What follows belongs to an exercise in optimizing a design on an open flow for small area and a short achievable clock period; a production flow would make more cautious choices. The RTL was checked by simulation tests, not by an equivalence proof against the original design. Power figures rest on the tool's default switching activity, not on a simulated workload.

--- flow/flow/run.sh ---
#!/bin/bash
# The standard layout, with plain buf_1 cells (not delay buffers) on the ports,
# and timing repair asked for 10 ns of setup margin (the clock and the
# constraints are the design's).
set -euo pipefail
export BUFFER_PORTS_ARGS="-buffer_cell sky130_fd_sc_hd__buf_1"
export SETUP_SLACK_MARGIN=10
bash standard.sh > make_finish.log 2>&1
--- flow/standard.sh ---
#!/bin/bash
# synth_recipe.tcl (not shown) runs the flow's synth.tcl, then flattens the netlist and writes it again
# the make line also repeats each setting of config.mk as NAME=value (left out here)
make -C /OpenROAD-flow-scripts/flow DESIGN_CONFIG=/design/flow/config.mk WORK_HOME=/design/flow/orfs CLKGATE_MAP_FILE= SYNTH_SCRIPT=/design/flow/synth_recipe.tcl "${@:-finish}"
--- flow/config.mk ---
export PLATFORM = sky130hd
export DESIGN_NAME = fp_narrow
export DESIGN_NICKNAME = fp_narrow
export VERILOG_FILES = /design/flow/design.v
export SDC_FILE = /design/flow/constraint.sdc
export NUM_CORES = 4
export LEC_CHECK = 0
export ABC_AREA = 1
export CAP_MARGIN = 20
export CORE_MARGIN = 2
export CORE_UTILIZATION = 40
export CTS_BUF_LIST = sky130_fd_sc_hd__clkbuf_8
export SLEW_MARGIN = 20
--- flow/constraint.sdc ---
create_clock -name core_clock -period 14.0 [get_ports {clk}]
set_input_delay 2.8000 -clock core_clock [delete_from_list [all_inputs] [get_ports {clk}]]
set_output_delay 2.8000 -clock core_clock [all_outputs]
set_load 0.01 [all_outputs]
--- flow/design.v ---
module fp_narrow (
    input  wire        clk,
    input  wire        rst,           
    input  wire        in_valid,
    input  wire [31:0] in_x,          
    input  wire [3:0]  in_fmt,        
    input  wire [2:0]  in_rmode,      
    input  wire        in_sat,        
    input  wire [15:0] in_r,          
    output reg         out_valid,
    output reg  [15:0] out_y,         
    output reg         out_ovf,       
    output reg         out_nan,       
    output reg         out_err        
);
    wire a_bf  = in_fmt == 4'h1;
    wire a_h   = in_fmt == 4'h2;
    wire a_e43 = in_fmt == 4'h3;
    wire a_e52 = in_fmt == 4'h4;
    wire a_e32 = in_fmt == 4'h7;
    wire a_e23 = in_fmt == 4'h8;
    wire a_e21 = in_fmt == 4'h9;
    wire a_int = in_fmt == 4'hA;
    wire a_fok = a_bf | a_h | a_e43 | a_e52 | a_e32 | a_e23 | a_e21 | a_int;
    wire a_finf = a_bf | a_h | a_e52;             
    wire a_rne = in_rmode == 3'd0;
    wire a_rup = in_rmode == 3'd2;
    wire a_rdn = in_rmode == 3'd3;
    wire a_sr  = in_rmode == 3'd4;
    wire a_err = ~a_fok | (in_rmode > 3'd4);
    wire        a_s    = in_x[31];
    wire [7:0]  ex     = in_x[30:23];
    wire [22:0] fr     = in_x[22:0];
    wire        ex_z   = ex == 8'h00;
    wire        ex_o   = ex == 8'hFF;
    wire        fr_z   = fr == 23'd0;
    wire        a_nan  = ex_o & ~fr_z;
    wire        a_inf  = ex_o & fr_z;
    wire [7:0]  eeff   = {ex[7:1], ex[0] | ex_z};
    reg [4:0] kq;         
    reg [4:0] rmin;
    reg       normal, allout;
    always @* begin
        kq = 5'd5; rmin = 5'd3; normal = 1'b1; allout = 1'b0;
        if (a_h)   begin kq = 5'd18; rmin = 5'd0; normal = eeff >= 8'd113; allout = eeff < 8'd84;  end
        if (a_e43) begin kq = 5'd1;  rmin = 5'd7; normal = eeff >= 8'd121; allout = eeff < 8'd100; end
        if (a_e52) begin kq = 5'd26; rmin = 5'd8; normal = eeff >= 8'd113; allout = eeff < 8'd92;  end
        if (a_e32) begin kq = 5'd6;  rmin = 5'd8; normal = eeff >= 8'd125; allout = eeff < 8'd104; end
        if (a_e23) begin kq = 5'd7;  rmin = 5'd7; normal = eeff >= 8'd127; allout = eeff < 8'd104; end
        if (a_e21) begin kq = 5'd9;  rmin = 5'd9; normal = eeff >= 8'd127; allout = eeff < 8'd108; end
        if (a_int) begin kq = 5'd4;  rmin = 5'd4; normal = eeff >= 8'd127; allout = eeff < 8'd104; end
    end
    wire [4:0] ne = ~eeff[4:0];
    wire [4:0] sg = kq & ne, sp = kq ^ ne;
    wire [4:0] sc;
    assign sc[0] = 1'b0;
    assign sc[1] = sg[0];
    assign sc[2] = sg[1] | (sp[1] & sg[0]);
    assign sc[3] = sg[2] | (sp[2] & sg[1]) | (sp[2] & sp[1] & sg[0]);
    assign sc[4] = sg[3] | (sp[3] & sg[2]) | (sp[3] & sp[2] & sg[1]) | (sp[3] & sp[2] & sp[1] & sg[0]);
    wire [4:0] a_sum = sp ^ sc;
    wire a_infpass = a_inf & a_finf & ~in_sat;
    wire a_dir    = (a_rup & ~a_s) | (a_rdn & a_s);
    wire a_to_inf = ~in_sat & (a_finf | a_e43) &
                    (a_inf | a_rne | a_sr | a_dir);
    reg        v_q;
    reg        s_q, nan_q, err_q, inf_q, infpass_q, toinf_q;
    reg        rne_q, sr_q, dir_q, normal_q, allout_q;
    reg [3:0]  fmt_q;
    reg [4:0]  sum_q;
    reg [7:0]  ex_q;
    reg [23:0] m_q;
    reg [15:0] r_q;
    always @(posedge clk) begin
        if (rst) v_q <= 1'b0;
        else     v_q <= in_valid;
        s_q       <= a_s;
        nan_q     <= a_nan & ~a_err;
        err_q     <= a_err;
        inf_q     <= a_inf & ~a_err;
        infpass_q <= a_infpass & ~a_err;
        toinf_q   <= a_to_inf;
        rne_q     <= a_rne;
        sr_q      <= a_sr;
        dir_q     <= a_dir;
        normal_q  <= normal;
        allout_q  <= allout;
        fmt_q     <= in_fmt;
        sum_q     <= a_sum;
        ex_q      <= ex;
        m_q       <= {~ex_z, fr};
        r_q       <= in_r;
    end
    wire f_bf  = fmt_q == 4'h1;
    wire f_h   = fmt_q == 4'h2;
    wire f_e43 = fmt_q == 4'h3;
    wire f_e52 = fmt_q == 4'h4;
    wire f_e32 = fmt_q == 4'h7;
    wire f_e23 = fmt_q == 4'h8;
    wire f_e21 = fmt_q == 4'h9;
    wire f_int = fmt_q == 4'hA;
    reg [4:0] rmin_q;
    always @* begin
        rmin_q = 5'd3;
        if (f_h)   rmin_q = 5'd0;
        if (f_e43) rmin_q = 5'd7;
        if (f_e52) rmin_q = 5'd8;
        if (f_e32) rmin_q = 5'd8;
        if (f_e23) rmin_q = 5'd7;
        if (f_e21) rmin_q = 5'd9;
        if (f_int) rmin_q = 5'd4;
    end
    wire [4:0] rsh_q = normal_q ? rmin_q : allout_q ? 5'd31 : sum_q;
    reg [7:0] bz_q;
    always @* begin
        bz_q = 8'd0;
        if (f_bf)          bz_q = ex_q;
        if (f_h | f_e52)   bz_q = {3'd0, ~ex_q[4], ex_q[3:0]};
        if (f_e43)         bz_q = {4'd0, ~ex_q[3], ex_q[2:0]};
        if (f_e32)         bz_q = {5'd0, ~ex_q[2], ex_q[1:0]};
        if (f_e23 | f_e21) bz_q = {6'd0, ~ex_q[1], ex_q[0]};
        if (f_int)         bz_q = {7'd0, ex_q[0]};
        if (!normal_q)     bz_q = 8'd0;
    end
    wire [22:0] fq = m_q[22:0];
    reg over_lo, eq_max;
    always @* begin
        over_lo = 1'b0; eq_max = 1'b0;
        if (f_bf)  begin over_lo = 1'b0;
                         eq_max  = (ex_q == 8'd254) & (&fq[22:16]); end
        if (f_h)   begin over_lo = ex_q >= 8'd143;
                         eq_max  = (ex_q == 8'd142) & (&fq[22:13]); end
        if (f_e43) begin over_lo = (ex_q >= 8'd136) | ((ex_q == 8'd135) & (&fq[22:20]));
                         eq_max  = (ex_q == 8'd135) & (fq[22:20] == 3'b110); end
        if (f_e52) begin over_lo = ex_q >= 8'd143;
                         eq_max  = (ex_q == 8'd142) & (&fq[22:21]); end
        if (f_e32) begin over_lo = ex_q >= 8'd132;
                         eq_max  = (ex_q == 8'd131) & (&fq[22:21]); end
        if (f_e23) begin over_lo = ex_q >= 8'd130;
                         eq_max  = (ex_q == 8'd129) & (&fq[22:20]); end
        if (f_e21) begin over_lo = ex_q >= 8'd130;
                         eq_max  = (ex_q == 8'd129) & fq[22]; end
        if (f_int) begin over_lo = ex_q >= 8'd128;
                         eq_max  = (ex_q == 8'd127) & (&fq[22:17]); end
    end
    wire ovf0_q  = ~err_q & ~nan_q & (inf_q ? ~infpass_q : over_lo);
    wire eqmax_q = eq_max;
    wire [26:0] mx = {m_q, 3'b000};
    wire [26:0] s4 = rsh_q[4] ? {16'd0, mx[26:16]} : mx;
    wire [26:0] s3 = rsh_q[3] ? {8'd0, s4[26:8]}   : s4;
    wire [26:0] s2 = rsh_q[2] ? {4'd0, s3[26:4]}   : s3;
    wire [26:0] s1 = rsh_q[1] ? {2'd0, s2[26:2]}   : s2;
    wire [26:0] yy = rsh_q[0] ? {1'd0, s1[26:1]}   : s1;
    wire [10:0] lo = yy[26:16];
    wire [15:0] t  = yy[15:0];
    wire [23:11] pm;
    assign pm[11] = m_q[11:0] != 12'd0;
    genvar gi;
    generate for (gi = 12; gi < 24; gi = gi + 1) begin : g_pm
        assign pm[gi] = pm[gi-1] | m_q[gi];
    end endgenerate
    wire below = (rsh_q >= 5'd12) ? pm[23] : pm[5'd11 + rsh_q[3:0]];
    wire inexact = below | t[15];
    wire [15:0] g0 = t & r_q, p0 = t | r_q;
    wire [7:0]  g1, p1;
    wire [3:0]  g2, p2;
    wire [1:0]  g3;
    wire [1:0]  p3;
    generate
        for (gi = 0; gi < 8; gi = gi + 1) begin : g_l1
            assign g1[gi] = g0[2*gi+1] | (p0[2*gi+1] & g0[2*gi]);
            assign p1[gi] = p0[2*gi+1] & p0[2*gi];
        end
        for (gi = 0; gi < 4; gi = gi + 1) begin : g_l2
            assign g2[gi] = g1[2*gi+1] | (p1[2*gi+1] & g1[2*gi]);
            assign p2[gi] = p1[2*gi+1] & p1[2*gi];
        end
        for (gi = 0; gi < 2; gi = gi + 1) begin : g_l3
            assign g3[gi] = g2[2*gi+1] | (p2[2*gi+1] & g2[2*gi]);
            assign p3[gi] = p2[2*gi+1] & p2[2*gi];
        end
    endgenerate
    wire sr_up = g3[1] | (p3[1] & g3[0]);
    wire up = (rne_q & t[15] & (below | lo[0])) | (dir_q & inexact) | (sr_q & sr_up);
    reg [14:0] code_lo;
    always @* begin
        code_lo = 15'd0;
        if (f_bf)          code_lo = {bz_q, lo[6:0]};
        if (f_h)           code_lo = {bz_q[4:0], lo[9:0]};
        if (f_e43 | f_e23) code_lo = {4'd0, bz_q, lo[2:0]};
        if (f_e52 | f_e32) code_lo = {5'd0, bz_q, lo[1:0]};
        if (f_e21)         code_lo = {6'd0, bz_q, lo[0]};
        if (f_int)         code_lo = {1'd0, bz_q, lo[5:0]};
    end
    wire ovf = ovf0_q | (eqmax_q & up) | (sr_q & ~f_int & eqmax_q & inexact);
    wire        neg     = s_q & f_int;
    wire [14:0] cx      = code_lo ^ {15{neg}};
    wire [14:0] cx1     = cx + 15'd1;
    wire [14:0] fin_mag = (up ^ neg) ? cx1 : cx;
    reg [15:0] sbit, maxc, infc, nanc;
    always @* begin
        sbit = 16'd0; maxc = 16'd0; infc = 16'd0; nanc = 16'd0;
        if (f_bf)  begin sbit = {s_q, 15'd0}; maxc = 16'h7F7F; infc = 16'h7F80; nanc = 16'h7FC0; end
        if (f_h)   begin sbit = {s_q, 15'd0}; maxc = 16'h7BFF; infc = 16'h7C00; nanc = 16'h7E00; end
        if (f_e43) begin sbit = {8'd0, s_q, 7'd0}; maxc = 16'h007E; infc = 16'h007F; nanc = 16'h007F; end
        if (f_e52) begin sbit = {8'd0, s_q, 7'd0}; maxc = 16'h007B; infc = 16'h007C; nanc = 16'h007E; end
        if (f_e32) begin sbit = {10'd0, s_q, 5'd0}; maxc = 16'h001F; end
        if (f_e23) begin sbit = {10'd0, s_q, 5'd0}; maxc = 16'h001F; end
        if (f_e21) begin sbit = {12'd0, s_q, 3'd0}; maxc = 16'h0007; end
        if (f_int) begin maxc = s_q ? 16'h0081 : 16'h007F; end
    end
    wire [15:0] ovf_y = toinf_q ? (f_e43 ? infc : (sbit | infc))
                                : (f_int ? maxc : (sbit | maxc));
    wire [15:0] fin_y = f_int ? {8'd0, fin_mag[7:0]} : (sbit | {1'b0, fin_mag});
    wire [15:0] y = err_q ? 16'd0 :
                    nan_q ? nanc :
                    (ovf | infpass_q) ? ovf_y : fin_y;
    always @(posedge clk) begin
        if (rst) out_valid <= 1'b0;
        else     out_valid <= v_q;
        out_y   <= y;
        out_ovf <= ovf & ~nan_q & ~err_q;
        out_nan <= nan_q;
        out_err <= err_q;
    end
endmodule
==> metrics.yaml, run 1 <==
port_buffers: 78
leakage_nw: 3.71
initial_core_util_pct: 41.1
crit_type: "in -> reg"
utilization_pct: 48.1
dp_hpwl_mm: 15.6
r2r_setup_slack_ns: 10.30
io_pins: 79
postSynthAreaPerCell_um2: 6.01
synth_area_mm2: 0.00656
clkTransAtPathRegs_ns: 0.10
hold_violations: 0
grt_antenna_before_repair: 0
reg2reg_depth: 26
synth_warnings: 1
post-route-period-util_pct: 28.5
drive_above_1_share_pct: 11.9
worstPathMaxFanout: 5
vdd_drop_max_v: 0.0000559
final_common_cell: "nand2_1"
hold_class: "reg -> reg"
antenna_cells: 0
worst_setup_path_start_kind: "input port"
hold_buffers: 0
hold_depth: 2
drt_iter0_drc: 753
fin_setup_tns_ns: 0
wl_per_cell_um: 14.9
rsz0062_at_grt: "yes"
first_pass_iters: 6
cts-root-buf: "clkbuf_8"
syn_to_final_growth_pct: 16.9
synth-edff-count: 0
fin_nets: 1236
dieArea_mm2: 0.0174
slew-limit-headroom_pct: 44.4
rows: 46
synth_cell_types: 55
r2r_start: "fmt_q[0]$_DFF_P_"
setup_slack_ns: 10.02
gp_congestion: 0.928
core_area_mm2: 0.0159
fmax_mhz: 251
postRouteWirelength_mm: 20.8
finalPower_w: 0.000807
min_from: "v_q$_SDFF_PP0_"
vias_per_cell: 5.30
status: "complete, no violations"
min_to: "out_valid$_SDFF_PP0_"
drv_slew: 0
yosysSeqAreaShare_pct: 27.2
drc: 0
synthFlopType: "dfxtp_1"
die_y_um: 132
cts_buffer_depth: 2
grt_max_degree: 33
end_kind: "register"
overflow: 0
skew_ns: 0.0213
htree_levels: 3
async_reset_ff_share_pct: 0
cts_tree: "done"
synth_seq_cells: 89
placed_cells: 1353
setup_viol: 0
cts_made_buffers: 9
period_minus_slack_ns: 3.98
fp.dieW_um: 132
syn_nets: 1156
worst_slew_pin_slew_ns: 0.831
place_ws_ns: 9.06
gr-usage-all-layers_pct: 23.7
grt_pass1_vias: 6567
maxCapViolations: 0
clock_latency_ns: 0.39
final_cell_mix: "nand2_1, nand3_1, inv_1"
power.density_mw_per_mm2: 105
fin_cells: 1392
cp.required_ns: 14.32
grt_first_pass_wirelength_mm: 33.7
tritoncts_num_sinks: 89
r2r_end: "out_y[2]$_SDFF_PP0_"
worstPathArrival_ns: 4.30
num_vias: 7372
synthCells: 1091
antenna_left: 0
-- metal layers --
layer  GRT usage (%)  share of wire (%)  up-vias
met1            34.9                 48     3301
li1                -                  -     3745
met4            6.76                1.7        0
met3            3.46                7.1       25
met5               0                  0        -
met2            35.6                 43      301
-- flip-flops by register name, indices dropped and copies added (netlist names) --
signal,count
r_q,16
s_q,1
sr_q,1
out_valid,1
nan_q,1
rne_q,1
v_q,1
inf_q,1
sum_q,5
m_q,24
allout_q,1
dir_q,1
fmt_q,4
toinf_q,1
out_y,16
err_q,1
infpass_q,1
out_ovf,1
out_err,1
normal_q,1
ex_q,8
out_nan,1
-- Yosys cell counts (3+ instances only) --
cell      count  area (um^2)
a21oi_1      35          175
a31oi_1       4         25.0
buf_2        10         50.1
buf_4         8         60.1
buf_6        10          113
clkbuf_1      4         15.0
dfxtp_1      89         1780
ha_1          5         62.6
inv_1       110          413
inv_2         9         33.8
nand2_1     333         1250
nand2_2      17          106
nand3_1     170          851
nand3_2       5         50.1
nand3b_1     10         75.1
nand4_1      16          100
nor2_1       98          368
nor2_2       11         68.8
nor3_1       15         75.1
nor4_1        7         43.8
o211ai_1      8         60.1
o21ai_0      45          225
o21ai_1      16         80.1
o22ai_1       3         18.8
o31ai_1       3         22.5
o41ai_1       3         26.3
or2_2         3         18.8
xnor2_1       4         35.0
xor2_1        7         61.3
-- stage by stage --
| stage | hold slack, ns | cell area (um^2) |
|---|---|---|
| 2_1_floorplan | 0.372 | 6650 |
| 3_3_place_gp | 0.391 | 6990 |
| 3_5_place_dp | 0.399 | 6990 |
| 4_1_cts | 0.412 | 7350 |
| 5_1_grt | 0.426 | 7670 |
| 6_report | 0.410 | 7670 |
-- what timing repair did --
| action | CTS | global route |
|---|---|---|
| cloned | 1 | 3 |
| buffers inserted | 8 | 11 |
| resized for setup | 25 | 53 |
| pin swaps | 12 | 17 |
| endpoints found under the setup margin | 21 | 22 |
-- how the worst max path moves through the flow --
stage               slack (ns)             start             endpoint
finish                   10.02         in_fmt[3]     sum_q[4]$_DFF_P_
global route              9.94  fmt_q[1]$_DFF_P_  out_y[2]$_SDFF_PP0_
CTS                       9.98         in_fmt[3]     sum_q[4]$_DFF_P_
detailed placement        9.06         in_fmt[0]     sum_q[4]$_DFF_P_
global placement          9.10         in_fmt[0]     sum_q[4]$_DFF_P_
floorplan                 9.80         in_fmt[0]     sum_q[4]$_DFF_P_
-- final cells by class --
| cell class | count | area [um^2] |
|---|---|---|
| Multi-Input combinational cell | 851 | 4380 |
| Sequential cell | 89 | 1790 |
| Tap cell | 216 | 270 |
| Fill cell | 1697 | 8270 |
| Clock inverter | 5 | 67.6 |
| Timing Repair inverter | 1 | 7.51 |
| Clock buffer | 11 | 151 |
| Inverter | 121 | 504 |
| Timing Repair Buffer | 98 | 503 |
-- cells by family (layout without fill, tap and decap cells) --
group           count (synthesis)  count (layout)  synth area share, %
simple gates                  695             697                 47.2
buf+inv                       154             236                 10.6
compound gates                135             136                 12.0
flops                          89              89                 27.2
xor+xnor                       12              12                 1.72
fa+ha+maj                       6               6                 1.26
-- where the power goes --
group	switching, W	internal [W]	leakage [nW]
clock network	0.000102	0.0000951	0.112
logic	0.000218	0.000109	2.85
registers	0.0000119	0.000270	0.742
-- critical path, stage by stage --
cell     delay [ns]
buf_12         0.11
nor2_4         0.09
inv_2          0.05
nor3_4         0.17
nor2_4         0.08
inv_2          0.08
nor3_2         0.05
ha_1           0.35
a21oi_2        0.14
nand2_2        0.08
a21oi_2        0.14
xor2_1         0.14
==> inputs of run 2 (changes only) <==
--- a/flow/design.v
+++ b/flow/design.v
@@ -113,12 +113,14 @@
     wire [4:0] rsh_q = normal_q ? rmin_q : allout_q ? 5'd31 : sum_q;
-    reg [7:0] bz_q;
-    always @* begin
-        bz_q = 8'd0;
-        if (f_bf)          bz_q = ex_q;
-        if (f_h | f_e52)   bz_q = {3'd0, ~ex_q[4], ex_q[3:0]};
-        if (f_e43)         bz_q = {4'd0, ~ex_q[3], ex_q[2:0]};
-        if (f_e32)         bz_q = {5'd0, ~ex_q[2], ex_q[1:0]};
-        if (f_e23 | f_e21) bz_q = {6'd0, ~ex_q[1], ex_q[0]};
-        if (f_int)         bz_q = {7'd0, ex_q[0]};
-        if (!normal_q)     bz_q = 8'd0;
+    reg [14:0] ehi;
+    always @* begin
+        ehi = 15'd0;
+        if (f_bf)  ehi = {ex_q, 7'd0};
+        if (f_h)   ehi = {~ex_q[4], ex_q[3:0], 10'd0};
+        if (f_e43) ehi = {8'd0, ~ex_q[3], ex_q[2:0], 3'd0};
+        if (f_e52) ehi = {8'd0, ~ex_q[4], ex_q[3:0], 2'd0};
+        if (f_e32) ehi = {10'd0, ~ex_q[2], ex_q[1:0], 2'd0};
+        if (f_e23) ehi = {10'd0, ~ex_q[1], ex_q[0], 3'd0};
+        if (f_e21) ehi = {12'd0, ~ex_q[1], ex_q[0], 1'd0};
+        if (f_int) ehi = {8'd0, ex_q[0], 6'd0};
+        if (!normal_q) ehi = 15'd0;
     end
@@ -147,3 +149,3 @@
     wire eqmax_q = eq_max;
-    wire [26:0] mx = {m_q, 3'b000};
+    wire [26:0] mx = {m_q[23] & ~normal_q, m_q[22:0], 3'b000};
     wire [26:0] s4 = rsh_q[4] ? {16'd0, mx[26:16]} : mx;
@@ -184,12 +186,3 @@
     wire up = (rne_q & t[15] & (below | lo[0])) | (dir_q & inexact) | (sr_q & sr_up);
-    reg [14:0] code_lo;
-    always @* begin
-        code_lo = 15'd0;
-        if (f_bf)          code_lo = {bz_q, lo[6:0]};
-        if (f_h)           code_lo = {bz_q[4:0], lo[9:0]};
-        if (f_e43 | f_e23) code_lo = {4'd0, bz_q, lo[2:0]};
-        if (f_e52 | f_e32) code_lo = {5'd0, bz_q, lo[1:0]};
-        if (f_e21)         code_lo = {6'd0, bz_q, lo[0]};
-        if (f_int)         code_lo = {1'd0, bz_q, lo[5:0]};
-    end
+    wire [14:0] code_lo = ehi | {4'd0, lo};
     wire ovf = ovf0_q | (eqmax_q & up) | (sr_q & ~f_int & eqmax_q & inexact);
==> metrics.yaml, run 2 <==
status: "complete, no violations"
hold_class: "reg -> reg"
yosysSeqAreaShare_pct: 26.7
cts_tree: "done"
synth_top_area_share_pct: 26.7
drive_above_1_share_pct: 13.7
fin_area_mm2: 0.00769
r2r_start: "fmt_q[3]$_DFF_P_"
worst_setup_path_start_kind: "input port"
place_ws_ns: 9.10
clkTransAtPathRegs_ns: 0.09
first_pass_iters: 6
slew-limit-headroom_pct: 46.4
fp.dieW_um: 133
gr-usage-all-layers_pct: 21.9
rsz0062_at_grt: "yes"
crit_type: "in -> reg"
synth_commonest_cells: "nand2_1, nand3_1, inv_1"
gp_congestion: 0.930
fin_cells: 1374
dpl-instance-area_mm2: 0.00702
reg_top3: "m_q: 24 flops, out_y: 16 flops, r_q: 16 flops"
setup_viol: 0
port_buffers: 78
fin_nets: 1214
async_reset_ff_share_pct: 0
synth-edff-count: 0
grt_pass1_vias: 6217
hold_violations: 0
largest_register_ffs: 24
power.density_mw_per_mm2: 103
drt_iter0_drc: 601
cp.required_ns: 14.29
die_y_um: 133
antenna_left: 0
cp_top_family: "simple AND/OR/NAND/NOR gates"
fin_setup_tns_ns: 0
utilization_pct: 46.7
rows: 47
syn_to_final_growth_pct: 15.3
antenna_cells: 0
hold_buffers: 0
synthCells: 1067
leakage_nw: 3.75
setup_slack_ns: 9.97
final_cell_mix: "nand2_1, nand3_1, inv_1"
dp_hpwl_mm: 14.9
clock_latency_ns: 0.40
seq_area_mm2: 0.00179
htree_levels: 3
worstPathMaxFanout: 4
core_area_mm2: 0.0165
drc: 0
vias_per_cell: 5.28
top_register: "m_q"
skew_ns: 0.0199
dieArea_mm2: 0.0177
initial_core_util_pct: 40.5
num_vias: 7250
overflow: 0
grt_antenna_before_repair: 0
synth_seq_cells: 89
maxCapViolations: 0
io_pins: 79
placed_cells: 1330
final_common_cell: "nand2_1"
end_kind: "register"
postSynthAreaPerCell_um2: 6.25
synth_area_mm2: 0.00667
min_from: "err_q$_DFF_P_"
fill_cells: 1793
r2r_setup_slack_ns: 10.32
synth_most_common_cell: "nand2_1"
cts_made_buffers: 9
synth_warnings: 1
critPathBufInv: 2
slowest_stage: "fa_2"
cts-root-buf: "clkbuf_8"
postRouteWirelength_mm: 20.0
yosys.area.top_type: "dfxtp_1"
period_minus_slack_ns: 4.03
worstPathArrival_ns: 4.32
drv_slew: 0
synthFlopType: "dfxtp_1"
cts_buffer_depth: 2
vdd_drop_max_v: 0.0000623
tritoncts_num_sinks: 89
crit_start: "in_x[27]"
syn_nets: 1132
grt_first_pass_wirelength_mm: 31.3
path_cells: "buf_6 > or2_4 > nor3_4 > nand4_1 > nand2_1 > inv_2 > ha_4 > fa_2 > xor2_1"
grt_max_degree: 35
synth_cell_types: 57
critPathMaxStageDelay_ns: 0.36
post-route-period-util_pct: 28.8
worst_slew_pin_slew_ns: 0.801
wl_per_cell_um: 14.5
fmax_mhz: 248
synth_area_leaders: "dfxtp_1, nand2_1, nand3_1"
multiInputGateArea_mm2: 0.00439
[run 2: cell count changes in the layout (fill, tap and decap cells not counted), sizes merged, moves of 6 or more]
cell / before / now
o22ai: 3 / 9
nand3: 176 / 170
nand4: 16 / 22
nand2: 353 / 334
xor2: 8 / 20
buf: 96 / 104
a21oi: 36 / 22
nor2: 111 / 97
inv: 120 / 127
[run 2: through the flow]
| step | total power [W] | hold WS [ns] |
|---|---|---|
| after floorplan | 0.000543 | 0.364 |
| after global placement | 0.000606 | 0.391 |
| after detailed placement | 0.000606 | 0.397 |
| after CTS | 0.000785 | 0.411 |
| after global routing | 0.000855 | 0.430 |
| final | 0.000794 | 0.409 |
[run 2: kinds of logic after synthesis]
group,after synthesis,share of synthesized area [%]
AO/OA/AOI/OAI,120,11.2
XOR/XNOR,23,3.47
adder cells (fa/ha/maj),7,1.39
buffers and inverters,161,11.0
flip-flops,89,26.7
AND/OR/NAND/NOR,667,46.2
[run 2: layer usage]
metal | global-route usage (%) | vias up | wire length, um
met2 | 32.7 | 242 | 8780
met3 | 3.35 | 24 | 1180
met5 | 0 | - | 0
li1 | - | 3683 | -
met4 | 6.97 | 0 | 390
met1 | 32.3 | 3301 | 9640
[run 2: timing repair]
item | CTS | global route
pin swaps | 14 | 20
endpoints found under the setup margin | 24 | 22
endpoints found under the hold margin | 0 | 0
setup buffers | 10 | 16
resized for setup | 29 | 43
gates cloned | 0 | 2
[run 2: final timing paths]
kind	cells past startpoint	endpoint
setup reg to reg	19	out_y[12]$_SDFF_PP0_
setup / recovery	9	sum_q[2]$_DFF_P_
hold / removal	0	out_err$_DFF_P_
hold reg to reg	0	out_err$_DFF_P_
[run 2: power breakdown]
part | internal (W) | total, W | leakage, nW | switching (W)
clock | 0.0000667 | 0.000170 | 0.0937 | 0.000104
sequential | 0.000272 | 0.000283 | 0.742 | 0.0000115
combinational | 0.000114 | 0.000341 | 2.91 | 0.000226
total | 0.000453 | 0.000794 | 3.75 | 0.000342
[run 2: layout make-up]
cell class	count	area share (%)
sequential	89	23.2
timing repair buffer	105	7.47
multi-input combinational	818	57.1
clock inverter	7	0.699
clock buffer	9	1.61
inverter	125	6.28
tap	220	3.58
timing repair inverter	1	0.0976
==> inputs of run 3 (changes only) <==
--- a/flow/design.v
+++ b/flow/design.v
@@ -36,4 +36,2 @@
     wire        fr_z   = fr == 23'd0;
-    wire        a_nan  = ex_o & ~fr_z;
-    wire        a_inf  = ex_o & fr_z;
     wire [7:0]  eeff   = {ex[7:1], ex[0] | ex_z};
@@ -60,12 +58,12 @@
     assign sc[4] = sg[3] | (sp[3] & sg[2]) | (sp[3] & sp[2] & sg[1]) | (sp[3] & sp[2] & sp[1] & sg[0]);
-    wire [4:0] a_sum = sp ^ sc;
-    wire a_infpass = a_inf & a_finf & ~in_sat;
+    wire [1:0] a_slo = sp[1:0] ^ sc[1:0];
+    wire       a_c2  = sc[2];
     wire a_dir    = (a_rup & ~a_s) | (a_rdn & a_s);
-    wire a_to_inf = ~in_sat & (a_finf | a_e43) &
-                    (a_inf | a_rne | a_sr | a_dir);
     reg        v_q;
-    reg        s_q, nan_q, err_q, inf_q, infpass_q, toinf_q;
+    reg        s_q, err_q, sat_q;
     reg        rne_q, sr_q, dir_q, normal_q, allout_q;
     reg [3:0]  fmt_q;
-    reg [4:0]  sum_q;
+    reg [1:0]  slo_q;
+    reg        c2_q;
+    reg [2:0]  khi_q, nhi_q;
     reg [7:0]  ex_q;
@@ -77,7 +75,4 @@
         s_q       <= a_s;
-        nan_q     <= a_nan & ~a_err;
         err_q     <= a_err;
-        inf_q     <= a_inf & ~a_err;
-        infpass_q <= a_infpass & ~a_err;
-        toinf_q   <= a_to_inf;
+        sat_q     <= in_sat;
         rne_q     <= a_rne;
@@ -88,3 +83,6 @@
         fmt_q     <= in_fmt;
-        sum_q     <= a_sum;
+        slo_q     <= a_slo;
+        c2_q      <= a_c2;
+        khi_q     <= kq[4:2];
+        nhi_q     <= ne[4:2];
         ex_q      <= ex;
@@ -112,2 +110,4 @@
     end
+    wire [2:0] shi   = khi_q + nhi_q + {2'd0, c2_q};
+    wire [4:0] sum_q = {shi, slo_q};
     wire [4:0] rsh_q = normal_q ? rmin_q : allout_q ? 5'd31 : sum_q;
@@ -147,2 +147,9 @@
     end
+    wire b_exo      = &ex_q;
+    wire b_frz      = m_q[22:0] == 23'd0;
+    wire nan_q     = b_exo & ~b_frz & ~err_q;
+    wire inf_q     = b_exo & b_frz & ~err_q;
+    wire f_finf    = f_bf | f_h | f_e52;            
+    wire infpass_q = inf_q & f_finf & ~sat_q;
+    wire toinf_q   = ~sat_q & (f_finf | f_e43) & (inf_q | rne_q | sr_q | dir_q);
     wire ovf0_q  = ~err_q & ~nan_q & (inf_q ? ~infpass_q : over_lo);
@@ -150,7 +157,7 @@
     wire [26:0] mx = {m_q[23] & ~normal_q, m_q[22:0], 3'b000};
-    wire [26:0] s4 = rsh_q[4] ? {16'd0, mx[26:16]} : mx;
-    wire [26:0] s3 = rsh_q[3] ? {8'd0, s4[26:8]}   : s4;
-    wire [26:0] s2 = rsh_q[2] ? {4'd0, s3[26:4]}   : s3;
-    wire [26:0] s1 = rsh_q[1] ? {2'd0, s2[26:2]}   : s2;
-    wire [26:0] yy = rsh_q[0] ? {1'd0, s1[26:1]}   : s1;
+    wire [26:0] s0 = rsh_q[0] ? {1'd0, mx[26:1]}   : mx;
+    wire [26:0] s1 = rsh_q[1] ? {2'd0, s0[26:2]}   : s0;
+    wire [26:0] s2 = rsh_q[2] ? {4'd0, s1[26:4]}   : s1;
+    wire [26:0] s3 = rsh_q[3] ? {8'd0, s2[26:8]}   : s2;
+    wire [26:0] yy = rsh_q[4] ? {16'd0, s3[26:16]} : s3;
     wire [10:0] lo = yy[26:16];
--- a/flow/config.mk
+++ b/flow/config.mk
@@ -10,3 +10,3 @@
 export CORE_MARGIN = 2
-export CORE_UTILIZATION = 40
+export CORE_UTILIZATION = 60
 export CTS_BUF_LIST = sky130_fd_sc_hd__clkbuf_8
==> metrics.yaml, run 3 <==
synth_area_leaders: "dfxtp_1, nand2_1, nand3_1"
initial_core_util_pct: 61.0
p_sw_share_pct: 41.5
worst_slew_pin_slew_ns: 0.784
clkTransAtPathRegs_ns: 0.09
grt_max_degree: 34
critPathMaxStageDelay_ns: 0.52
drt_iter0_drc: 878
tritoncts_num_sinks: 90
r2r_end: "out_y[14]$_SDFF_PP0_"
end_kind: "register"
setup_viol: 0
period_minus_slack_ns: 3.98
num_vias: 7167
die_y_um: 106
synth_top_area_share_pct: 28.9
grt_pass1_vias: 5974
synth_area_mm2: 0.00624
seq_area_mm2: 0.00181
worstPathMaxFanout: 5
hold_class: "reg -> reg"
fp.dieW_um: 106
final_common_cell: "nand2_1"
rows: 37
synthCells: 1033
antenna_cells: 0
worst_setup_path_start_kind: "input port"
post-route-period-util_pct: 28.4
path_cells: "clkbuf_4 > nor2_4 > inv_2 > nor3_2 > nor2_2 > nand2_2 > nor2_2 > ha_2 > inv_2 > fa_1 > inv_1"
cts_tree: "done"
dieArea_mm2: 0.0112
cts_buffer_depth: 2
cp.required_ns: 14.28
slowest_stage: "fa_1"
pwr-share-seq_pct: 35.6
cts-root-buf: "clkbuf_8"
postRouteWirelength_mm: 18.5
clock_latency_ns: 0.38
utilization_pct: 71.4
overflow: 0
antenna_left: 0
status: "complete, no violations"
cp_top_family: "adder cells"
largest_register_ffs: 24
setup_slack_ns: 10.02
pwr-share-comb_pct: 41.8
r2r_setup_slack_ns: 10.22
synth_seq_cells: 90
synth_commonest_cells: "nand2_1, nand3_1, inv_1"
synth_most_common_cell: "nand2_1"
drv_slew: 0
async_reset_ff_share_pct: 0
gp_congestion: 0.971
multiInputGateArea_mm2: 0.00407
port_buffers: 78
synth_cell_types: 48
hold_depth: 2
core_area_mm2: 0.0102
leakage_nw: 3.65
min_from: "v_q$_SDFF_PP0_"
fin_setup_tns_ns: 0
htree_levels: 3
drive_above_1_share_pct: 12.5
hold_violations: 0
cts_made_buffers: 9
syn_nets: 1097
gr-usage-all-layers_pct: 32.0
dp_hpwl_mm: 13.5
min_to: "out_valid$_SDFF_PP0_"
fin_nets: 1190
slew-limit-headroom_pct: 47.1
rsz0062_at_grt: "yes"
skew_ns: 0.00723
top_register: "m_q"
synth_warnings: 1
r2r_start: "c2_q$_DFF_P_"
maxCapViolations: 0
grt_first_pass_wirelength_mm: 28.9
vdd_drop_max_v: 0.000107
first_pass_iters: 6
switchingPower_w: 0.000332
timing.hold.ws_ns: 0.413
final_cell_mix: "nand2_1, nand3_1, inv_1"
power.density_mw_per_mm2: 110
finalPower_w: 0.000800
syn_to_final_growth_pct: 17.0
worstPathArrival_ns: 4.26
fmax_mhz: 251
synth-edff-count: 0
crit_type: "in -> reg"
hold_buffers: 0
vias_per_cell: 5.66
postSynthAreaPerCell_um2: 6.04
clkPwrFrac_pct: 22.5
place_ws_ns: 9.35
yosysSeqAreaShare_pct: 28.9
synthFlopType: "dfxtp_1"
critPathBufInv: 4
reg2reg_depth: 23
io_pins: 79
fill_cells: 956
wl_per_cell_um: 14.6
yosys.area.top_type: "dfxtp_1"
grt_antenna_before_repair: 0
intPower_w: 0.000468
drc: 0
reg_top3: "m_q: 24 flops, out_y: 16 flops, r_q: 16 flops"
## run 3: cell types whose count changed after synthesis, sizes merged, moves of 6 or more
cell / previous run / this run
nor2: 97 / 106
o211ai: 12 / 6
inv: 123 / 137
nand3: 170 / 186
buf: 32 / 21
nand2: 334 / 305
## run 3: through the flow
step	instance area [um^2]	std cells
floorplan	6290	1033
global placement	6600	1220
detailed placement	6600	1220
CTS	6870	1239
global route	7300	1267
finish	7300	1267
## run 3: timing repair
item / CTS / global route
setup buffers: 2 / 21
endpoints found under the hold margin: 0 / 0
resized for setup: 12 / 60
cloned: 1 / 7
endpoints found under the setup margin: 18 / 18
pin swaps: 0 / 23
## run 3: final cells by class
| type | instances | area share [%] |
|---|---|---|
| clock buffers | 9 | 1.70 |
| clock inverters | 7 | 1.13 |
| inverters | 137 | 7.49 |
| multi-input cells | 784 | 55.7 |
| flip-flops and latches | 90 | 24.7 |
| well taps | 136 | 2.33 |
| repair buffers | 103 | 6.78 |
| repair inverters | 1 | 0.103 |
## run 3: kinds of logic (layout without fill, tap and decap cells)
logic type                 Yosys count  count (layout)  synth area share [%]
and+or+nand+nor                    647             654                  46.2
xor gates and xnor gates            16              16                  2.37
DFF                                 90              90                  28.9
AOI/OAI and AO/OA                  109             109                  10.4
adders and majority gates            5               5                  1.36
buffers and inverters              166             257                  10.8
## run 3: how the worst max path moves through the flow
stage,start,endpoint,slack (ns),cells past startpoint
floorplan,in_fmt[0],slo_q[1]$_DFF_P_,9.93,10
global placement,in_fmt[0],slo_q[1]$_DFF_P_,9.47,11
detailed placement,c2_q$_DFF_P_,out_y[14]$_SDFF_PP0_,9.35,27
finish,in_fmt[3],slo_q[1]$_DFF_P_,10.02,11
global route,c2_q$_DFF_P_,out_y[4]$_SDFF_PP0_,9.96,27
CTS,fmt_q[0]$_DFF_P_,out_y[14]$_SDFF_PP0_,9.95,22
## run 3: power groups by stage
stage	Combinational, W	Clock, W	Sequential [W]
final	0.000335	0.000180	0.000285
after global routing	0.000373	0.000197	0.000287
after CTS	0.000299	0.000185	0.000285
after detailed placement	0.000293	0	0.000291
after global placement	0.000292	0	0.000290
after floorplan	0.000228	0	0.000290
## run 3: tightest hold or removal path: stages, from the launching register on
cell,delay (ns)
dfxtp_1,0.31
inv_1,0.04
nor2_1,0.03
## run 3: metal layers
metal | GRT usage (%) | routed length, um | up-vias
met5 | 0 | 0 | -
met4 | 11.4 | 451 | 0
met3 | 5.64 | 1840 | 47
met2 | 46.7 | 8010 | 443
met1 | 47.3 | 8200 | 3109
li1 | - | - | 3568
==> inputs of run 4 (changes only) <==
--- a/flow/config.mk
+++ b/flow/config.mk
@@ -10,3 +10,3 @@
 export CORE_MARGIN = 2
-export CORE_UTILIZATION = 60
+export CORE_UTILIZATION = 40
 export CTS_BUF_LIST = sky130_fd_sc_hd__clkbuf_8
==> metrics.yaml, run 4 <==
drive_above_1_share_pct: 11.3
path_cells: "clkbuf_4 > inv_6 > nand2_4 > nor3_4 > nor2_2 > nand2_2 > nor2_2 > ha_2 > inv_2 > fa_1 > inv_1"
synth_top_area_share_pct: 28.9
cp.required_ns: 14.29
slowest_stage: "fa_1"
fin_setup_tns_ns: 0
initial_core_util_pct: 41.1
finalPower_w: 0.000820
cts_buffer_depth: 2
worstPathArrival_ns: 4.23
synth-edff-count: 0
grt_max_degree: 34
vias_per_cell: 5.34
dp_hpwl_mm: 14.5
setup_slack_ns: 10.05
synth_seq_cells: 90
first_pass_iters: 5
htree_levels: 3
gp_congestion: 0.925
rsz0062_at_grt: "yes"
timing.hold.ws_ns: 0.406
hold_violations: 0
maxCapViolations: 0
fmax_mhz: 253
end_kind: "register"
syn_nets: 1097
power.density_mw_per_mm2: 112
fp.dieW_um: 129
io_pins: 79
fill_cells: 1659
synthFlopType: "dfxtp_1"
largest_register_ffs: 24
top_register: "m_q"
fin_nets: 1187
final_cell_mix: "nand2_1, nand3_1, inv_1"
synth_cell_types: 48
yosysSeqAreaShare_pct: 28.9
hold_class: "reg -> reg"
num_vias: 7029
critPathMostFrequentCell: "nor2_2"
wl_per_cell_um: 14.8
port_buffers: 78
grt_first_pass_wirelength_mm: 30.3
async_reset_ff_share_pct: 0
gr-usage-all-layers_pct: 23.1
leakage_nw: 3.65
overflow: 0
crit_type: "in -> reg"
antenna_cells: 0
hold_depth: 2
place_ws_ns: 9.39
syn_to_final_growth_pct: 17.2
skew_ns: 0.0100
synth_commonest_cells: "nand2_1, nand3_1, inv_1"
post-route-period-util_pct: 28.2
cts_tree: "done"
r2r_setup_slack_ns: 10.22
reg_top3: "m_q: 24 flops, out_y: 16 flops, r_q: 16 flops"
cp_top_family: "adder cells"
grt_antenna_before_repair: 0
postRouteWirelength_mm: 19.4
period_minus_slack_ns: 3.95
critPathMaxStageDelay_ns: 0.52
postSynthAreaPerCell_um2: 6.04
grtUsageMet2_pct: 34.4
cts_made_buffers: 9
clkTransAtPathRegs_ns: 0.09
vdd_drop_max_v: 0.0000522
antenna_left: 0
status: "complete, no violations"
top_usage_layer: "met2"
grt_pass1_vias: 6076
setup_viol: 0
critPathBufInv: 4
dpl-instance-area_mm2: 0.00667
synth_area_leaders: "dfxtp_1, nand2_1, nand3_1"
min_to: "out_valid$_SDFF_PP0_"
slew-limit-headroom_pct: 52.8
worst_slew_pin_slew_ns: 0.705
worst_setup_path_start_kind: "input port"
rows: 45
r2r_end: "out_y[13]$_SDFF_PP0_"
final_common_cell: "nand2_1"
drt_iter0_drc: 651
synth_warnings: 1
dieArea_mm2: 0.0166
min_from: "v_q$_SDFF_PP0_"
use_met3_pct: 3.62
fin_area_mm2: 0.00732
yosys.area.top_type: "dfxtp_1"
synthCells: 1033
hold_buffers: 0
drv_slew: 0
worstPathMaxFanout: 5
clock_latency_ns: 0.39
die_y_um: 129
r2r_start: "c2_q$_DFF_P_"
synth_area_mm2: 0.00624
drc: 0
core_area_mm2: 0.0152
cts-root-buf: "clkbuf_8"
reg2reg_depth: 27
use_met1_pct: 34.0
synth_most_common_cell: "nand2_1"
tritoncts_num_sinks: 90
==> run 4: cell counts after synthesis <==
No cell type changed its count.
==> run 4: report_power, final <==
group          internal, W  leakage, nW  switching (W)
logic             0.000109         2.78       0.000223
registers         0.000274        0.752      0.0000113
clock network     0.000106        0.114      0.0000980
total             0.000488         3.65       0.000332
==> run 4: worst reg2reg max path, stage by stage, from the launching register on <==
cell and delay [ns]:
dfxtp_1 0.31, inv_1 0.05, fa_1 0.41, inv_1 0.07
fa_1 0.44, o21ai_4 0.22, nand2_4 0.13, clkinvlp_4 0.18
buf_4 0.13, o21ai_1 0.08, a21oi_1 0.17, nand2_2 0.11
nand2_1 0.12, nand3_2 0.09, nor2_2 0.10, nand2_1 0.07
nor2_1 0.08, nand2_1 0.07, nand2_2 0.09, nand2_4 0.08
nand2_2 0.11, nand2_2 0.09, nand2_2 0.17, nand2_1 0.07
nand2_1 0.07, nor2_1 0.05, nand2_1 0.05, a21oi_1 0.06
==> run 4: area by class of cell <==
class | count | area, um^2 | area share [%]
Timing Repair Buffer | 101 | 490 | 6.70
Sequential cell | 90 | 1810 | 24.7
Clock buffer | 10 | 138 | 1.88
Clock inverter | 6 | 88.8 | 1.21
Tap cell | 188 | 235 | 3.21
Inverter | 137 | 547 | 7.47
Timing Repair inverter | 1 | 7.51 | 0.103
Multi-Input combinational cell | 783 | 4010 | 54.7
==> run 4: per-layer routing <==
layer | share of wire, % | wire length (um)
met1 | 48 | 9280
met2 | 43 | 8420
met3 | 6.9 | 1330
met4 | 2.0 | 386
met5 | 0 | 0
==> run 4: worst max path at each step <==
| stage | start | end | depth (start not counted) |
|---|---|---|---|
| 4_1_cts | in_fmt[0] | slo_q[1]$_DFF_P_ | 11 |
| 6_report | in_fmt[1] | slo_q[1]$_DFF_P_ | 11 |
| 2_1_floorplan | in_fmt[0] | slo_q[1]$_DFF_P_ | 10 |
| 5_1_grt | c2_q$_DFF_P_ | out_y[4]$_SDFF_PP0_ | 28 |
| 3_3_place_gp | c2_q$_DFF_P_ | out_y[14]$_SDFF_PP0_ | 21 |
| 3_5_place_dp | c2_q$_DFF_P_ | out_y[13]$_SDFF_PP0_ | 27 |
==> run 4: per-stage QoR <==
step | cells | utilization, %
finish | 1316 | 48.1
global route | 1316 | 48.1
CTS | 1291 | 45.9
detailed placement | 1272 | 43.9
global placement | 1272 | 43.9
floorplan | 1033 | -
==> run 4: timing repair <==
| item | CTS | global route |
|---|---|---|
| endpoints found under the hold margin | 0 | 0 |
| pin swaps | 1 | 9 |
| buffers inserted | 1 | 20 |
| resized for setup | 18 | 37 |
| setup endpoints to repair | 19 | 17 |
| gates cloned | 2 | 5 |
==> run 4: kinds of logic after synthesis <==
family	count (synthesis)	synth area share, %
AOI/OAI and AO/OA	109	10.4
xor gates and xnor gates	16	2.37
adders and majority gates	5	1.36
buffers and inverters	166	10.8
DFF	90	28.9
and+or+nand+nor	647	46.2
==> inputs of run 5 (changes only) <==
--- a/flow/flow/run.sh
+++ b/flow/flow/run.sh
@@ -3,3 +3,3 @@
 # and timing repair asked for 10 ns of setup margin (the clock and the
-# constraints are the design's).
+# constraints are the design's), by resizing gates and swapping pins only.
 set -euo pipefail
@@ -7,2 +7,3 @@
 export SETUP_SLACK_MARGIN=10
+export SETUP_MOVE_SEQUENCE=unbuffer,sizeup,swap
 bash standard.sh > make_finish.log 2>&1
==> metrics.yaml, run 5 <==
status: "complete, no violations"
worst_slew_pin_slew_ns: 0.667
postRouteWirelength_mm: 18.5
overflow: 0
fmax_mhz: 248
synthCells: 1033
cts_setup_buffers: 0
pwr-share-comb_pct: 39.5
leakage_nw: 3.48
synth_most_common_cell: "nand2_1"
fin_setup_tns_ns: 0
period_minus_slack_ns: 4.04
clock_latency_ns: 0.39
die_y_um: 129
gr-usage-all-layers_pct: 22.7
grt_max_degree: 34
slew-limit-headroom_pct: 55.0
critPathMaxStageDelay_ns: 0.42
cp.required_ns: 14.33
maxCapViolations: 0
synth_warnings: 1
drive_above_1_share_pct: 9.91
port_buffers: 78
vdd_drop_max_v: 0.0000519
dp_hpwl_mm: 14.5
setup_viol: 0
synth-edff-count: 0
post-route-period-util_pct: 28.8
core_area_mm2: 0.0152
drt_iter0_drc: 552
cts_buffer_depth: 2
hold_buffers: 0
fin_nets: 1159
io_pins: 79
drc: 0
intPower_w: 0.000480
clkPwrFrac_pct: 25.2
syn_to_final_growth_pct: 13.5
top_register: "m_q"
synth_area_mm2: 0.00624
fill_cells: 1693
final_common_cell: "nand2_1"
synth_commonest_cells: "nand2_1, nand3_1, inv_1"
pwr-share-seq_pct: 35.3
htree_levels: 3
end_kind: "register"
final_cell_mix: "nand2_1, nand3_1, inv_1"
dieArea_mm2: 0.0166
fp.dieW_um: 129
r2r_setup_slack_ns: 9.96
async_reset_ff_share_pct: 0
synth_area_leaders: "dfxtp_1, nand2_1, nand3_1"
antenna_left: 0
grt_antenna_before_repair: 0
reg2reg_depth: 28
cts-root-buf: "clkbuf_8"
rsz0062_at_grt: "yes"
worstPathArrival_ns: 4.36
synth_top_area_share_pct: 28.9
reg_top3: "m_q: 24 flops, out_y: 16 flops, r_q: 16 flops"
dpl-instance-area_mm2: 0.00667
rows: 45
critPathMostFrequentCell: "nand2_1"
largest_register_ffs: 24
synth_cell_types: 48
fin_area_mm2: 0.00708
power.density_mw_per_mm2: 114
crit_start: "nhi_q[0]$_DFF_P_"
vias_per_cell: 5.29
cts_tree: "done"
r2r_end: "out_y[12]$_SDFF_PP0_"
grt_pass1_vias: 6046
hold_violations: 0
synthFlopType: "dfxtp_1"
postSynthAreaPerCell_um2: 6.04
cts_made_buffers: 9
initial_core_util_pct: 41.1
gp_congestion: 0.925
num_vias: 6818
switchingPower_w: 0.000326
synth_seq_cells: 90
worst_setup_path_start_kind: "register"
p_sw_share_pct: 40.4
tritoncts_num_sinks: 90
r2r_start: "nhi_q[0]$_DFF_P_"
drv_slew: 0
worstPathMaxFanout: 25
clkTransAtPathRegs_ns: 0.09
crit_end: "out_y[12]$_SDFF_PP0_"
yosys.area.top_type: "dfxtp_1"
first_pass_iters: 6
finalPower_w: 0.000806
slowest_stage: "fa_1"
wl_per_cell_um: 14.4
crit_type: "reg -> reg"
yosysSeqAreaShare_pct: 28.9
grt_first_pass_wirelength_mm: 29.9
antenna_cells: 0
syn_nets: 1097
skew_ns: 0.0105
hold_class: "reg -> reg"
## run 5: cell counts after synthesis
No cell type changed its count.
## run 5: per-layer routing
metal | routed length, um | part of all wire [%] | GRT usage, %
met1 | 9130 | 49 | 33.7
met2 | 7900 | 43 | 33.5
met3 | 1140 | 6.2 | 3.62
met4 | 345 | 1.9 | 7.42
met5 | 0 | 0 | 0
## run 5: critical path: cells and delay by family, from the launching register on
kind | cells | cell delay [ns]
and+or+nand+nor | 20 | 1.99
DFF | 1 | 0.33
adders and majority gates | 2 | 0.79
AOI/OAI and AO/OA | 2 | 0.31
buffers and inverters | 4 | 0.54
## run 5: cell type report
class	instances	area, um^2	area share [%]
Clock buffer	10	138	1.94
Multi-Input combinational cell	777	3950	55.8
Tap cell	188	235	3.32
Sequential cell	90	1800	25.5
Inverter	137	543	7.67
Timing Repair Buffer	80	323	4.56
Clock inverter	6	88.8	1.25
## run 5: worst min path at each step
stage / start / to / slack (ns) / cells past startpoint
after CTS: v_q$_SDFF_PP0_ / out_valid$_SDFF_PP0_ / 0.41 / 2
after global placement: v_q$_SDFF_PP0_ / out_valid$_SDFF_PP0_ / 0.40 / 2
after detailed placement: v_q$_SDFF_PP0_ / out_valid$_SDFF_PP0_ / 0.41 / 2
after floorplan: err_q$_DFF_P_ / out_err$_DFF_P_ / 0.33 / 0
final: v_q$_SDFF_PP0_ / out_valid$_SDFF_PP0_ / 0.41 / 2
after global routing: v_q$_SDFF_PP0_ / out_valid$_SDFF_PP0_ / 0.42 / 2
## run 5: repair_timing
action	in CTS	in global routing
pin swaps	2	24
hold endpoints to repair	0	0
endpoints found under the setup margin	19	17
gates resized for setup	15	44
## run 5: cell families after synthesis
group,after synthesis,share of synthesized area [%]
and+or+nand+nor,647,46.2
buffers and inverters,166,10.8
AOI/OAI and AO/OA,109,10.4
DFF,90,28.9
xor gates and xnor gates,16,2.37
adders and majority gates,5,1.36
## run 5: power by group through the flow
stage	sequential (W)	combinational, W	clock [W]
after floorplan	0.000290	0.000228	0
after global placement	0.000291	0.000298	0
after detailed placement	0.000291	0.000297	0
after CTS	0.000285	0.000302	0.000209
after global routing	0.000287	0.000360	0.000220
final	0.000285	0.000318	0.000203
## run 5: metrics by stage
stage / utilization (%) / instances / hold slack [ns] / setup WS (ns)
6_report: 46.6 / 1288 / 0.406 / 9.96
5_1_grt: 46.6 / 1288 / 0.421 / 9.58
4_1_cts: 45.7 / 1288 / 0.413 / 9.99
3_5_place_dp: 43.9 / 1272 / 0.408 / 9.39
3_3_place_gp: 43.9 / 1272 / 0.396 / 9.47
2_1_floorplan: - / 1033 / 0.329 / 9.93
==> inputs of run 6 (changes only) <==
==> flow/flow/run.sh (replaced) <==
#!/bin/bash
# The standard layout, with plain buf_1 cells (not delay buffers) on the ports,
# and timing repair asked for 10.3 ns of setup margin (the clock and the
# constraints are the design's).
set -euo pipefail
export BUFFER_PORTS_ARGS="-buffer_cell sky130_fd_sc_hd__buf_1"
export SETUP_SLACK_MARGIN=10.3
bash standard.sh > make_finish.log 2>&1
==> metrics.yaml, run 6 <==
drt_iter0_drc: 719
leakage_nw: 3.92
fmax_mhz: 258
cts_made_buffers: 9
fill_cells: 1535
power.density_mw_per_mm2: 111
postSynthAreaPerCell_um2: 6.04
clock_latency_ns: 0.38
grt_pass1_vias: 6320
io_pins: 79
synth-edff-count: 0
drc: 0
skew_ns: 0.00858
setup_slack_ns: 10.12
cts_tree: "done"
gr-usage-all-layers_pct: 23.7
utilization_pct: 53.0
synth_area_mm2: 0.00624
placed_cells: 1272
clkTransAtPathRegs_ns: 0.09
synth_area_leaders: "dfxtp_1, nand2_1, nand3_1"
wl_per_cell_um: 15.0
cp.required_ns: 14.33
fin_cells: 1344
place_ws_ns: 9.39
critPathBufInv: 5
synth_seq_cells: 90
largest_register_ffs: 24
syn_nets: 1097
hold_buffers: 0
antenna_cells: 0
vdd_drop_max_v: 0.0000664
rsz0062_at_grt: "yes"
port_buffers: 78
fin_nets: 1215
end_kind: "register"
htree_levels: 3
vias_per_cell: 5.38
dieArea_mm2: 0.0166
yosys.area.top_type: "dfxtp_1"
worst_slew_pin_slew_ns: 0.673
syn_to_final_growth_pct: 29.2
final_common_cell: "nand2_1"
cts_buffer_depth: 2
synth_top_area_share_pct: 28.9
slowest_stage: "fa_1"
period_minus_slack_ns: 3.88
drv_slew: 0
async_reset_ff_share_pct: 0
initial_core_util_pct: 41.1
synth_warnings: 1
grt_antenna_before_repair: 0
synthFlopType: "dfxtp_1"
grt_max_degree: 34
synthCells: 1033
fp.dieW_um: 129
maxCapViolations: 0
reg_top3: "m_q: 24 flops, out_y: 16 flops, r_q: 16 flops"
hold_violations: 0
die_y_um: 129
rows: 45
grt_first_pass_wirelength_mm: 31.4
gp_congestion: 0.924
path_cells: "buf_12 > buf_12 > nor3_1 > inv_1 > nand2_1 > nor2_1 > ha_2 > inv_2 > fa_1 > inv_1"
worst_setup_path_start_kind: "input port"
num_vias: 7237
drive_above_1_share_pct: 20.0
post-route-period-util_pct: 27.7
first_pass_iters: 6
cp_top_family: "adder cells"
tritoncts_num_sinks: 90
critPathMaxStageDelay_ns: 0.37
fin_setup_tns_ns: 0
top_register: "m_q"
postRouteWirelength_mm: 20.1
status: "complete, no violations"
crit_type: "in -> reg"
synth_commonest_cells: "nand2_1, nand3_1, inv_1"
synth_cell_types: 48
cts-root-buf: "clkbuf_8"
hold_class: "reg -> reg"
overflow: 0
dp_hpwl_mm: 14.3
setup_viol: 0
core_area_mm2: 0.0152
worstPathArrival_ns: 4.22
synth_most_common_cell: "nand2_1"
yosysSeqAreaShare_pct: 28.9
worstPathMaxFanout: 4
antenna_left: 0
slew-limit-headroom_pct: 54.6
final_cell_mix: "nand2_1, nand3_1, inv_1"
==> run 6: area by class of cell <==
| class | count | area (um^2) | area share, % |
|---|---|---|---|
| Clock inverter | 6 | 116 | 1.44 |
| Timing Repair Buffer | 127 | 774 | 9.60 |
| Clock buffer | 10 | 138 | 1.71 |
| Inverter | 137 | 554 | 6.87 |
| Timing Repair inverter | 1 | 7.51 | 0.0931 |
| Tap cell | 188 | 235 | 2.92 |
| Sequential cell | 90 | 1810 | 22.5 |
| Multi-Input combinational cell | 785 | 4420 | 54.9 |
==> run 6: timing repair <==
item                                    4_1_cts  5_1_grt
endpoints found under the setup margin       21       21
gates cloned                                  8        1
endpoints found under the hold margin         0        0
setup buffers                                18       29
pin swaps                                    31       67
gates resized for setup                      70      118
==> run 6: cells by family after synthesis <==
logic type	synth area share [%]
AND/OR/NAND/NOR	46.2
buffers and inverters	10.8
AO/OA/AOI/OAI	10.4
flip-flops	28.9
XOR/XNOR	2.37
adder cells (fa/ha/maj)	1.36
==> run 6: metal layers <==
layer | global-route usage (%) | up-vias | share of wire, %
li1 | - | 3622 | -
met1 | 34.8 | 3253 | 46
met2 | 35.2 | 324 | 44
met3 | 3.53 | 38 | 7.1
met4 | 8.70 | 0 | 2.5
met5 | 0 | - | 0
==> run 6: metrics by stage <==
stage | hold WS, ns | total power, W | cell area (um^2)
floorplan | 0.329 | 0.000518 | 6290
global placement | 0.400 | 0.000588 | 6670
detailed placement | 0.406 | 0.000587 | 6670
CTS | 0.411 | 0.000834 | 7360
global route | 0.416 | 0.000956 | 8060
finish | 0.413 | 0.000894 | 8060
==> run 6: worst paths after layout <==
check	start	endpoint	slack (ns)	cells after the start
min reg2reg	v_q$_SDFF_PP0_	out_valid$_SDFF_PP0_	0.41	2
min	v_q$_SDFF_PP0_	out_valid$_SDFF_PP0_	0.41	2
max	in_fmt[3]	slo_q[1]$_DFF_P_	10.12	10
max reg2reg	c2_q$_DFF_P_	out_y[11]$_SDFF_PP0_	10.32	21
==> run 6: power by group <==
part	leakage, nW	internal (W)	switching (W)
registers	0.753	0.000274	0.0000121
clock network	0.128	0.000125	0.0000948
logic	3.04	0.000139	0.000249
total	3.92	0.000538	0.000356
==> run 6: worst register-to-register path: stages (launching register included) <==
cell,delay [ns]
dfxtp_2,0.33
inv_2,0.03
fa_2,0.37
inv_2,0.06
fa_1,0.43
o21ai_4,0.19
nand2_4,0.12
clkinvlp_4,0.16
buf_4,0.16
o21ai_4,0.07
a21o_1,0.16
o21ai_1,0.20
nand2_1,0.13
nand2_1,0.08
nand2_1,0.04
inv_1,0.28
nand3_4,0.12
nand2_4,0.11
nand4_1,0.23
nor2_1,0.16
nand2_1,0.06
a21oi_1,0.14
==> inputs of run 7 (changes only) <==
==> flow/flow/run.sh (replaced) <==
#!/bin/bash
# The standard layout, with plain buf_1 cells (not delay buffers) on the ports,
# and timing repair asked for 9.6 ns of setup margin (the clock and the
# constraints are the design's).
set -euo pipefail
export BUFFER_PORTS_ARGS="-buffer_cell sky130_fd_sc_hd__buf_1"
export SETUP_SLACK_MARGIN=9.6
bash standard.sh > make_finish.log 2>&1
==> metrics.yaml, run 7 <==
status: "complete, no violations"
synth_area_mm2: 0.00624
port_buffers: 78
async_reset_ff_share_pct: 0
syn_to_final_growth_pct: 11.5
use_met3_pct: 3.37
yosysSeqAreaShare_pct: 28.9
grt_first_pass_wirelength_mm: 30.3
fp.dieW_um: 129
vias_per_cell: 5.31
antenna_cells: 0
cts_buffer_depth: 2
grt_antenna_before_repair: 0
slowest_stage: "nor3_2"
io_pins: 79
drv_slew: 0
reg2reg_depth: 24
r2r_setup_slack_ns: 9.95
fin_setup_tns_ns: 0
cts-root-buf: "clkbuf_8"
reg_top3: "m_q: 24 flops, out_y: 16 flops, r_q: 16 flops"
postRouteWirelength_mm: 18.6
period_minus_slack_ns: 4.09
min_from: "v_q$_SDFF_PP0_"
antenna_left: 0
gp_congestion: 0.955
drt_iter0_drc: 659
cp_top_family: "simple AND/OR/NAND/NOR gates"
clock_latency_ns: 0.38
clkTransAtPathRegs_ns: 0.09
path_depth: 12
r2r_end: "out_y[14]$_SDFF_PP0_"
cp.required_ns: 14.28
drc: 0
synthCells: 1033
synth_most_common_cell: "nand2_1"
dieArea_mm2: 0.0166
cts_tree: "done"
top_register: "m_q"
r2r_start: "fmt_q[0]$_DFF_P_"
use_met1_pct: 33.9
maxCapViolations: 0
power.density_mw_per_mm2: 117
critPathMostFrequentCell: "nand2_1"
largest_register_ffs: 24
num_vias: 6869
synth_cell_types: 48
core_area_mm2: 0.0152
hold_depth: 2
top_usage_layer: "met1"
synth_seq_cells: 90
worstPathMaxFanout: 5
tritoncts_num_sinks: 90
htree_levels: 3
critPathBufInv: 3
postSynthAreaPerCell_um2: 6.04
yosys.area.top_type: "dfxtp_1"
synth_top_area_share_pct: 28.9
first_pass_iters: 5
worstPathArrival_ns: 4.37
grt_pass1_vias: 6109
syn_nets: 1097
synth_commonest_cells: "nand2_1, nand3_1, inv_1"
vdd_drop_max_v: 0.0000559
cts_made_buffers: 9
crit_type: "in -> reg"
critPathMaxStageDelay_ns: 0.27
fin_area_mm2: 0.00696
synth_warnings: 1
gr-usage-all-layers_pct: 23.0
rows: 45
fmax_mhz: 245
wl_per_cell_um: 14.3
final_common_cell: "nand2_1"
synthFlopType: "dfxtp_1"
post-route-period-util_pct: 29.2
dp_hpwl_mm: 14.5
hold_class: "reg -> reg"
worst_setup_path_start_kind: "input port"
dpl-instance-area_mm2: 0.00662
fill_cells: 1679
fin_nets: 1165
leakage_nw: 3.46
final_cell_mix: "nand2_1, nand3_1, inv_1"
grt_max_degree: 34
synth_area_leaders: "dfxtp_1, nand2_1, nand3_1"
slew-limit-headroom_pct: 55.6
grtUsageMet2_pct: 33.7
drive_above_1_share_pct: 6.87
min_to: "out_valid$_SDFF_PP0_"
synth-edff-count: 0
end_kind: "register"
setup_viol: 0
overflow: 0
die_y_um: 129
initial_core_util_pct: 41.1
hold_violations: 0
worst_slew_pin_slew_ns: 0.664
path_cells: "buf_1 > inv_1 > nand2_1 > nor3_2 > nor2_1 > inv_1 > nand2_1 > o21ai_0 > nand2_1 > o211ai_1 > a21oi_1 > nor4_1"
rsz0062_at_grt: "yes"
skew_ns: 0.00537
==> run 7: how the worst max path moves through the flow <==
stage	start	endpoint
after global routing	fmt_q[0]$_DFF_P_	out_y[14]$_SDFF_PP0_
after detailed placement	in_fmt[1]	allout_q$_DFF_P_
after floorplan	in_fmt[1]	slo_q[1]$_DFF_P_
after global placement	in_fmt[1]	allout_q$_DFF_P_
final	in_fmt[1]	allout_q$_DFF_P_
after CTS	fmt_q[0]$_DFF_P_	out_y[14]$_SDFF_PP0_
==> run 7: metrics by stage <==
stage	worst slack, ns	power (W)	instances	hold WS (ns)	util, %
6_report	9.91	0.000811	1294	0.421	45.8
4_1_cts	9.65	0.000808	1289	0.428	45.3
2_1_floorplan	9.79	0.000517	1033	0.329	-
5_1_grt	9.49	0.000873	1294	0.444	45.8
3_5_place_dp	9.35	0.000587	1272	0.413	43.6
3_3_place_gp	9.40	0.000587	1272	0.406	43.6
==> run 7: final cells by class <==
type / count / area (um^2) / share of cell area [%]
timing repair buffer: 85 / 345 / 4.96
sequential: 90 / 1800 / 25.9
multi-input combinational: 777 / 3800 / 54.6
tap: 188 / 235 / 3.38
timing repair inverter: 1 / 5.00 / 0.0719
clock buffer: 9 / 124 / 1.78
clock inverter: 7 / 124 / 1.78
inverter: 137 / 522 / 7.50
==> run 7: worst register-to-register path, stage by stage (launching register included) <==
cell and delay [ns]:
dfxtp_1 0.40, inv_1 0.07, nand2_1 0.11, inv_2 0.05, nand2_2 0.25, nand3_4 0.32
nand2_8 0.29, nand2_1 0.12, nand3_1 0.13, nand2_1 0.09, nor2_2 0.13, nand2_1 0.13
a21oi_4 0.26, xor2_2 0.23, ha_1 0.24, inv_1 0.08, nor4_2 0.44, nand2_1 0.09
nand2_1 0.07, nand2_1 0.05, nand3_1 0.08, nand3_1 0.08, nor2_1 0.10, nand2_1 0.06
a21oi_1 0.13
==> run 7: per-layer routing <==
metal	wire length (um)	up-vias
met5	0	-
met4	465	0
met3	1120	33
met2	7870	240
met1	9110	3092
li1	-	3504
==> run 7: cells by family after synthesis <==
logic type	synth area share [%]
fa+ha+maj	1.36
simple gates	46.2
xor+xnor	2.37
compound gates	10.4
flops	28.9
buf+inv	10.8
==> run 7: report_power, final <==
part | internal, W | total, W | switching, W
Combinational | 0.0000964 | 0.000306 | 0.000210
Sequential | 0.000274 | 0.000285 | 0.0000112
Clock | 0.000121 | 0.000220 | 0.0000997
Total | 0.000491 | 0.000811 | 0.000321
==> run 7: repair_timing <==
action / CTS / global route
setup endpoints to repair: 15 / 16
buffers inserted: 0 / 5
hold buffers: 0 / 0
resized for setup: 3 / 9
gates cloned: 1 / 0
endpoints found under the hold margin: 0 / 0

[re-timing with driven ports]
The results above use ideal ports. As a check the final layouts listed here were re-extracted and re-timed, cells and wires unchanged. Step 1 sets driving cells, clkbuf_16 on the clock port and buf_2 on the other inputs (assumed; they add their load-dependent delay and slew). Step 2 also shifts input and output timing later by t, the mid clock arrival at the registers, as if the neighbouring blocks saw the same clock. Slacks: no drivers / after step 1 / after step 2; pairs: no drivers / after step 1.
run	t (ns)	setup slack, ns	clock arrival spread, ns
run 1	0.417	10.017 / 10.008 / 9.591	0.021 / 0.021
run 2	0.428	9.971 / 9.978 / 9.550	0.021 / 0.020
run 3	0.413	10.023 / 10.031 / 9.618	0.011 / 0.010
run 4	0.423	10.053 / 10.066 / 9.643	0.017 / 0.018
run 5	0.422	9.965 / 9.965 / 9.650	0.017 / 0.017
run 6	0.417	10.117 / 10.112 / 9.695	0.010 / 0.010
run 7	0.419	9.912 / 9.928 / 9.509	0.005 / 0.005
After both steps setup and hold are still met in every run listed. For run 1, which loses most, drivers alone change the setup slack by -0.009 ns; drivers and shift together by -0.426 ns.
